What follows belongs to an exercise in optimizing a design on an open flow for small area, a short achievable clock period and few clock cycles per item; a production flow would make more cautious choices.
Only simulation tests tie the RTL to the original design; equivalence was not proved.

==> build 81 <==
// damask_px
module damask_px (
    input  wire         clk,
    input  wire         rst,         
    input  wire         start,       
    input  wire [47:0]  l16,         
    input  wire [15:0]  seam,        
    input  wire [15:0]  lscale,      
    input  wire [191:0] m,           
    input  wire [47:0]  ug,          
    input  wire [47:0]  uo,          
    input  wire [143:0] c_mat,       
    input  wire [47:0]  ga,          
    input  wire [23:0]  lgo,         
    input  wire [11:0]  cls,         
    input  wire [2:0]   pfl,         
    input  wire         dark,        
    input  wire         lowg_en,
    input  wire         dither_en,
    input  wire [1:0]   pos_u,       
    input  wire [1:0]   pos_v,       
    output reg          lg_rd,       
    output reg  [3:0]   lg_cls,      
    output reg  [5:0]   lg_idx,      
    input  wire [15:0]  lg_data,     
    output reg          done,        
    output wire [47:0]  code,        
    output reg  [2:0]   clip         
);
    localparam [3:0] T_NONE = 4'd0,
                     T_G    = 4'd1,      
                     T_X    = 4'd2,      
                     T_D    = 4'd3,      
                     T_E    = 4'd4,      
                     T_H    = 4'd5,      
                     T_Q    = 4'd6,      
                     T_LGO  = 4'd7,      
  ...
Settings: LEC_CHECK=0, ABC_AREA=1, CAP_MARGIN=20, CORE_MARGIN=2, CORE_UTILIZATION=40, CTS_BUF_LIST=sky130_fd_sc_hd__clkbuf_8, SLEW_MARGIN=20; clock period 18.0 ns.
standard.sh (not shown) runs the stock make flow with config.mk's settings and CLKGATE_MAP_FILE= SYNTH_SCRIPT=/design/flow/synth_recipe.tcl, a recipe that flattens the netlist after the stock synthesis.
==> flow/flow/run.sh <==
#!/bin/bash
# The standard layout (standard.sh, unchanged synthesis, floorplan,
# placement, CTS and routing), with two settings changed:
#  - ORFS's timing repair aims at a 5 ns critical path: a setup slack margin
#    of 13 ns on the design's 18 ns clock;
#  - every input and output port is buffered with buf_1, the smallest buffer (the default pick
#    is a slow delay buffer).
# The clock and the constraints are the design's.
set -euo pipefail
bash standard.sh SETUP_SLACK_MARGIN=13 "BUFFER_PORTS_ARGS=-buffer_cell sky130_fd_sc_hd__buf_1" finish > layout.log 2>&1
==> trial 50 (differences from build 81) <==
--- a/flow/design.v
+++ b/flow/design.v
@@ -33,13 +33,13 @@
                      T_E    = 4'd4,      
                      T_H    = 4'd5,      
                      T_Q    = 4'd6,      
                      T_LGO  = 4'd7,      
                      T_L1   = 4'd8,      
                      T_L2   = 4'd9;      
-    localparam [2:0] A_NONE = 3'd0, A_G = 3'd1, A_XS = 3'd2, A_DS = 3'd3,
+    localparam [2:0] A_HOLD = 3'd0, A_G = 3'd1, A_XS = 3'd2, A_DS = 3'd3,
                      A_QN = 3'd4, A_LG = 3'd5;
     localparam [5:0] B_L16 = 6'd1, B_M = 6'd4, B_UG = 6'd13, B_C = 6'd16,
                      B_GA = 6'd25, B_LGO = 6'd28, B_F1 = 6'd31, B_F = 6'd32;
     localparam [20:0] QMAX = 21'd1048560;
     reg        run;
     reg [5:0]  cyc;          
@@ -59,13 +59,12 @@
     reg [3:0]  tq0, tq1, tq2;    
     reg [2:0]  off;              
     reg        lowg_r;
     reg [2:0]  need;             
     reg [1:0]  ord0, ord1, ord2;
     reg [1:0]  nlg;
-    reg        early;            
     assign code = {xr2[15:0], xr1[15:0], xr0[15:0]};
     function [3:0] dither_t;
         input [1:0] row;
         input [1:0] col;
         case ({row, col})
             4'h0: dither_t = 4'd0;   4'h1: dither_t = 4'd8;
@@ -97,14 +96,14 @@
         endcase
     endfunction
     function [18:0] mainop;
         input [5:0] c;
         case (c)
             6'd3: mainop = 19'h10101;    
-            6'd4: mainop = 19'h12302;    
-            6'd5: mainop = 19'h14303;    
+            6'd4: mainop = 19'h12002;    
+            6'd5: mainop = 19'h14003;    
             6'd6: mainop = 19'h18204;    
             6'd7: mainop = 19'h19245;    
             6'd8: mainop = 19'h19a86;    
             6'd9: mainop = 19'h1a207;    
             6'd10: mainop = 19'h1b248;    
             6'd11: mainop = 19'h1ba89;    
@@ -129,16 +128,15 @@
             6'd30: mainop = 19'h3841c;    
             6'd31: mainop = 19'h3a45d;    
             6'd32: mainop = 19'h3c49e;    
             default: mainop = 19'h00000;
         endcase
     endfunction
-    wire [5:0] lc    = cyc - (early ? 6'd31 : 6'd32);
+    wire [5:0] lc    = cyc - 6'd32;
+    wire       in_lg = run && (cyc >= 6'd32);
     wire       eval  = run && (cyc == 6'd31);
-    wire       in_lg = run && ((cyc >= 6'd32) || (eval && early));
-    wire       rd30  = run && (cyc == 6'd30) && (need[0] || need[1]);
     reg [1:0] e_ord0, e_ord1, e_ord2, e_n;
     always @(*) begin
         e_ord0 = 2'd0; e_ord1 = 2'd0; e_ord2 = 2'd2; e_n = 2'd0;
         case (need)
             3'b001: begin e_ord0 = 2'd0; e_n = 2'd1; end
             3'b010: begin e_ord0 = 2'd1; e_n = 2'd1; end
@@ -147,28 +145,23 @@
             3'b101: begin e_ord0 = 2'd0; e_ord1 = 2'd2; e_n = 2'd2; end
             3'b110: begin e_ord0 = 2'd1; e_ord1 = 2'd2; e_n = 2'd2; end
             3'b111: begin e_ord0 = 2'd0; e_ord1 = 2'd1; e_n = 2'd3; end
             default: ;
         endcase
     end
-    wire [1:0]  o0 = eval ? e_ord0 : ord0;
-    wire [1:0]  o1 = eval ? e_ord1 : ord1;
-    wire [1:0]  o2 = eval ? e_ord2 : ord2;
-    wire [1:0]  nl = eval ? e_n : nlg;
     wire [5:0]  rn      = lc + 6'd1;
-    wire        rn_v    = (rn < {3'd0, nl, 1'b0});
-    wire [1:0]  rn_lamp = ordk(rn[2:1], o0, o1, o2);
-    wire [1:0]  rd_lamp = rd30 ? (need[0] ? 2'd0 : 2'd1) :
-                          ((eval && !early) ? e_ord0 : rn_lamp);
-    wire [20:0] xq_rd   = sel3(rd_lamp, xr0, xr1, xr2);
-    wire [3:0]  tq_rd   = (rd_lamp == 2'd0) ? tq0 : ((rd_lamp == 2'd1) ? tq1 : tq2);
-    wire [13:0] q_rd    = xq_rd[13:0] - {10'd0, tq_rd};
+    wire        rn_v    = (rn < {3'd0, nlg, 1'b0});
+    wire [1:0]  rn_lamp = ordk(rn[2:1], ord0, ord1, ord2);
+    wire [20:0] xq_e    = sel3(e_ord0, xr0, xr1, xr2);
+    wire [3:0]  tq_e    = (e_ord0 == 2'd0) ? tq0 : ((e_ord0 == 2'd1) ? tq1 : tq2);
+    wire [13:0] xq_e_q  = xq_e[13:0] - {10'd0, tq_e};      
+    wire [20:0] xq_rn   = sel3(rn_lamp, xr0, xr1, xr2);
     wire [5:0]  ln      = lc + 6'd1;
     wire [1:0]  lk      = ln[0] ? ln[2:1] : (ln[2:1] - 2'd1);
-    wire        lk_v    = (ln != 6'd0) && (ln < {3'd0, nl, 1'b0} + 6'd1);
-    wire [1:0]  lk_lamp = ordk(lk, o0, o1, o2);
+    wire        lk_v    = (ln != 6'd0) && (ln < {3'd0, nlg, 1'b0} + 6'd1);
+    wire [1:0]  lk_lamp = ordk(lk, ord0, ord1, ord2);
     wire [18:0] lgop    = !lk_v ? 19'd0 :
                           {(ln[0] ? T_L1 : T_L2), lk_lamp, !ln[0], 1'b0,
                            A_LG, lk_lamp, (ln[0] ? B_F1 : B_F)};
     wire [18:0] p_nx = in_lg ? lgop :
                        (eval || !run) ? 19'd0 : mainop(cyc + 6'd2);
     wire bo0 = bop[0] ^ 1'b0;
@@ -806,23 +799,22 @@
                                     ((u[19:4] == 16'hFFFF) && (u[3:0] >= t2_t)));
     wire        r_need = lowg_r && q_pos && q_lt;
     wire [20:0] xw     = (t2_typ == T_Q && r_need) ? {1'b0, u[19:0]} : r;
     wire [20:0] xsel = sel3(p_ai, xr0, xr1, xr2);
     wire [20:0] dsel = sel3(p_ai, dr0, dr1, dr2);
     wire [3:0]  tsel = (p_ai == 2'd0) ? tq0 : ((p_ai == 2'd1) ? tq1 : tq2);
-    wire [8:0]  f_sel = xsel[8:0] - {5'd0, tsel};           
     reg  [20:0] a_nx;
     always @(*) begin
         if (!run) a_nx = {5'd0, seam};
         else case (p_as)
             A_G:     a_nx = r;
             A_XS:    a_nx = xsel;
             A_DS:    a_nx = dsel;
             A_QN:    a_nx = {7'd1, 10'd0, tsel} - {1'b0, xsel[19:0]};
             A_LG:    a_nx = {5'd0, lg_data};
-            default: a_nx = xsel;
+            default: a_nx = aop;
         endcase
     end
     integer bk;
     reg [16:0] b_nx;
     always @(*) begin
         b_nx = {1'b0, lscale};
@@ -837,23 +829,23 @@
             for (bk = 0; bk < 9; bk = bk + 1) begin
                 if (p_bs == B_M + bk)
                     b_nx = {m[16*(4*(bk/3)+(bk%3))+15], m[16*(4*(bk/3)+(bk%3)) +: 16]};
                 if (p_bs == B_C + bk)
                     b_nx = {c_mat[16*bk+15], c_mat[16*bk +: 16]};
             end
-            if (p_bs == B_F1) b_nx = {7'd0, 10'd512 - {1'b0, f_sel}};
-            if (p_bs == B_F)  b_nx = {8'd0, f_sel};
+            if (p_bs == B_F1) b_nx = {7'd0, 10'd512 - {1'b0, xsel[8:0]}};
+            if (p_bs == B_F)  b_nx = {8'd0, xsel[8:0]};
         end
     end
     reg  [37:0] acc_nx;
     wire [15:0] m3_1 = m[16*(4*t1_i+3) +: 16];
     wire [15:0] uo_1 = uo[16*t1_i +: 16];
     wire [20:0] dr_1 = sel3(t1_i, dr0, dr1, dr2);
     wire [3:0]  tq_1 = (t1_i == 2'd0) ? tq0 : ((t1_i == 2'd1) ? tq1 : tq2);
     always @(*) begin
-        acc_nx = s;              
+        acc_nx = acc;
         if (t1_cont)
             acc_nx = s;
         else case (t1_typ)
             T_G:   acc_nx = 38'd16384;
             T_X:   acc_nx = 38'd8192;
             T_D:   acc_nx = {{6{m3_1[15]}}, m3_1, 16'h1000};
@@ -865,13 +857,13 @@
             default: ;
         endcase
     end
     wire wr_x = (t2_typ == T_X) || (t2_typ == T_H && t2_last) ||
                 (t2_typ == T_Q) || (t2_typ == T_L2);
     wire wr_d = (t2_typ == T_D && t2_last) || (t2_typ == T_E) ||
-                (t2_typ == T_LGO) || (t2_typ == T_G);
+                (t2_typ == T_LGO);
     always @(posedge clk) begin
         aop  <= a_nx;
         bop  <= b_nx;
         cs_s <= mul_s;
         cs_c <= mul_c;
         acc  <= acc_nx;
@@ -897,12 +889,15 @@
             2'd1:    begin clip[1] <= q_clip; need[1] <= r_need; end
             default: begin clip[2] <= q_clip; need[2] <= r_need; end
         endcase
         if (eval) begin
             ord0 <= e_ord0; ord1 <= e_ord1; ord2 <= e_ord2;
             nlg  <= e_n;
+            if (need[0]) xr0 <= {1'b0, xr0[19:0] - {16'd0, tq0}};
+            if (need[1]) xr1 <= {1'b0, xr1[19:0] - {16'd0, tq1}};
+            if (need[2]) xr2 <= {1'b0, xr2[19:0] - {16'd0, tq2}};
         end
     end
     wire fin30 = run && (cyc == 6'd30) && !need[0] && !need[1] && !r_need;
     always @(posedge clk) begin
         if (rst) begin
             run     <= 1'b0;
@@ -912,13 +907,13 @@
             lg_cls  <= 4'd0;
             lg_idx  <= 6'd0;
             p_typ   <= T_NONE;
             p_i     <= 2'd0;
             p_cont  <= 1'b0;
             p_last  <= 1'b0;
-            p_as    <= A_NONE;
+            p_as    <= A_HOLD;
             p_ai    <= 2'd0;
             p_bs    <= 6'd0;
             t1_typ  <= T_NONE;
             t1_i    <= 2'd0;
             t1_cont <= 1'b0;
             t1_last <= 1'b0;
@@ -951,26 +946,24 @@
             end else begin
                 cyc <= cyc + 6'd1;
                 if (fin30) begin
                     done <= 1'b1;
                     run  <= 1'b0;
                 end
-                if (run && cyc == 6'd30)
-                    early <= rd30;
-                if (rd30 || (eval && !early)) begin
+                if (eval) begin
                     lg_rd  <= 1'b1;
-                    lg_cls <= cls[4*rd_lamp +: 4];
-                    lg_idx <= {1'b0, q_rd[13:9]};
+                    lg_cls <= cls[4*e_ord0 +: 4];
+                    lg_idx <= {1'b0, xq_e_q[13:9]};
                 end
                 if (in_lg) begin
                     if (rn_v) begin
                         lg_rd  <= 1'b1;
                         lg_cls <= cls[4*rn_lamp +: 4];
-                        lg_idx <= {1'b0, q_rd[13:9]} + {5'd0, rn[0]};
+                        lg_idx <= {1'b0, xq_rn[13:9]} + {5'd0, rn[0]};
                     end
-                    if (lc == {3'd0, nl, 1'b0} + 6'd2) begin
+                    if (lc == {3'd0, nlg, 1'b0} + 6'd2) begin
                         done <= 1'b1;
                         run  <= 1'b0;
                     end
                 end
             end
         end
Settings changed: CORE_UTILIZATION 40 to 55.
==> comparison table <==
| metric | trial 50 | build 81 |
|---|---|---|
| Routed wire length on met3 | 29400 µm | 20600 µm |
| Tapcell count | 846 | 1070 |
| Worst Hold End | t1_i[0] | t1_cont |
| Slowest cell delay on critical path | 0.29 ns | 0.21 ns |
| Net total in the final layout | 6495 | 6200 |
| Hold_sp | p_i[0] | p_cont |
| Initial antenna violation count | 39 | 28 |
| Detailed route wirelength on metal2 | 72800 µm | 71300 µm |
| Outcome | complete, no violations | complete, no violations |
| Required time at the worst-slack endpoint | 18.65 ns | 18.58 ns |
| Synthesized Nets | 5917 | 5562 |
| Synthesized-area fraction occupied by and/or/nand/nor cells | 25.6% | 25.2% |
| Arithmetic-cell share of the synthesized area counting full adders, half adders and majority gates | 14.5% | 15.1% |
| Skew final | 0.0506 ns | 0.0641 ns |
Testbench counts of build 81, summed over its fixed seeds: cycles 313,241, pixels 9,600.
Testbench counts of trial 50, summed over its fixed seeds: cycles 315,254, pixels 9,600.

## separate check: timing with driven ports
The flow's constraints put no driver on any port. The routed layouts listed below were extracted and timed again, unchanged, in two steps.
Step 1 sets driving cells, clkbuf_16 on the clock port and buf_2 on the other inputs (assumed; they add their load-dependent delay and slew).
Step 2 adds t to the input delays and takes it off the output delays; t is the mean of the earliest and latest rising clock arrival at the registers after step 1. Input paths then give back, and output paths get back, about the clock's delay inside the block.
Three values: no drivers, after step 1, after step 2; two values: the first two.
run	shift t [ns]	setup slack, ns	worst data-port slew with drivers (ns)
build 81	0.751	12.575 / 12.590 / 11.839	0.25
trial 50	0.800	12.872 / 12.911 / 12.111	0.28
After both steps setup and hold are still met in every run listed. For trial 50, which loses most, drivers alone change the setup slack by +0.039 ns; drivers and shift together by -0.761 ns.
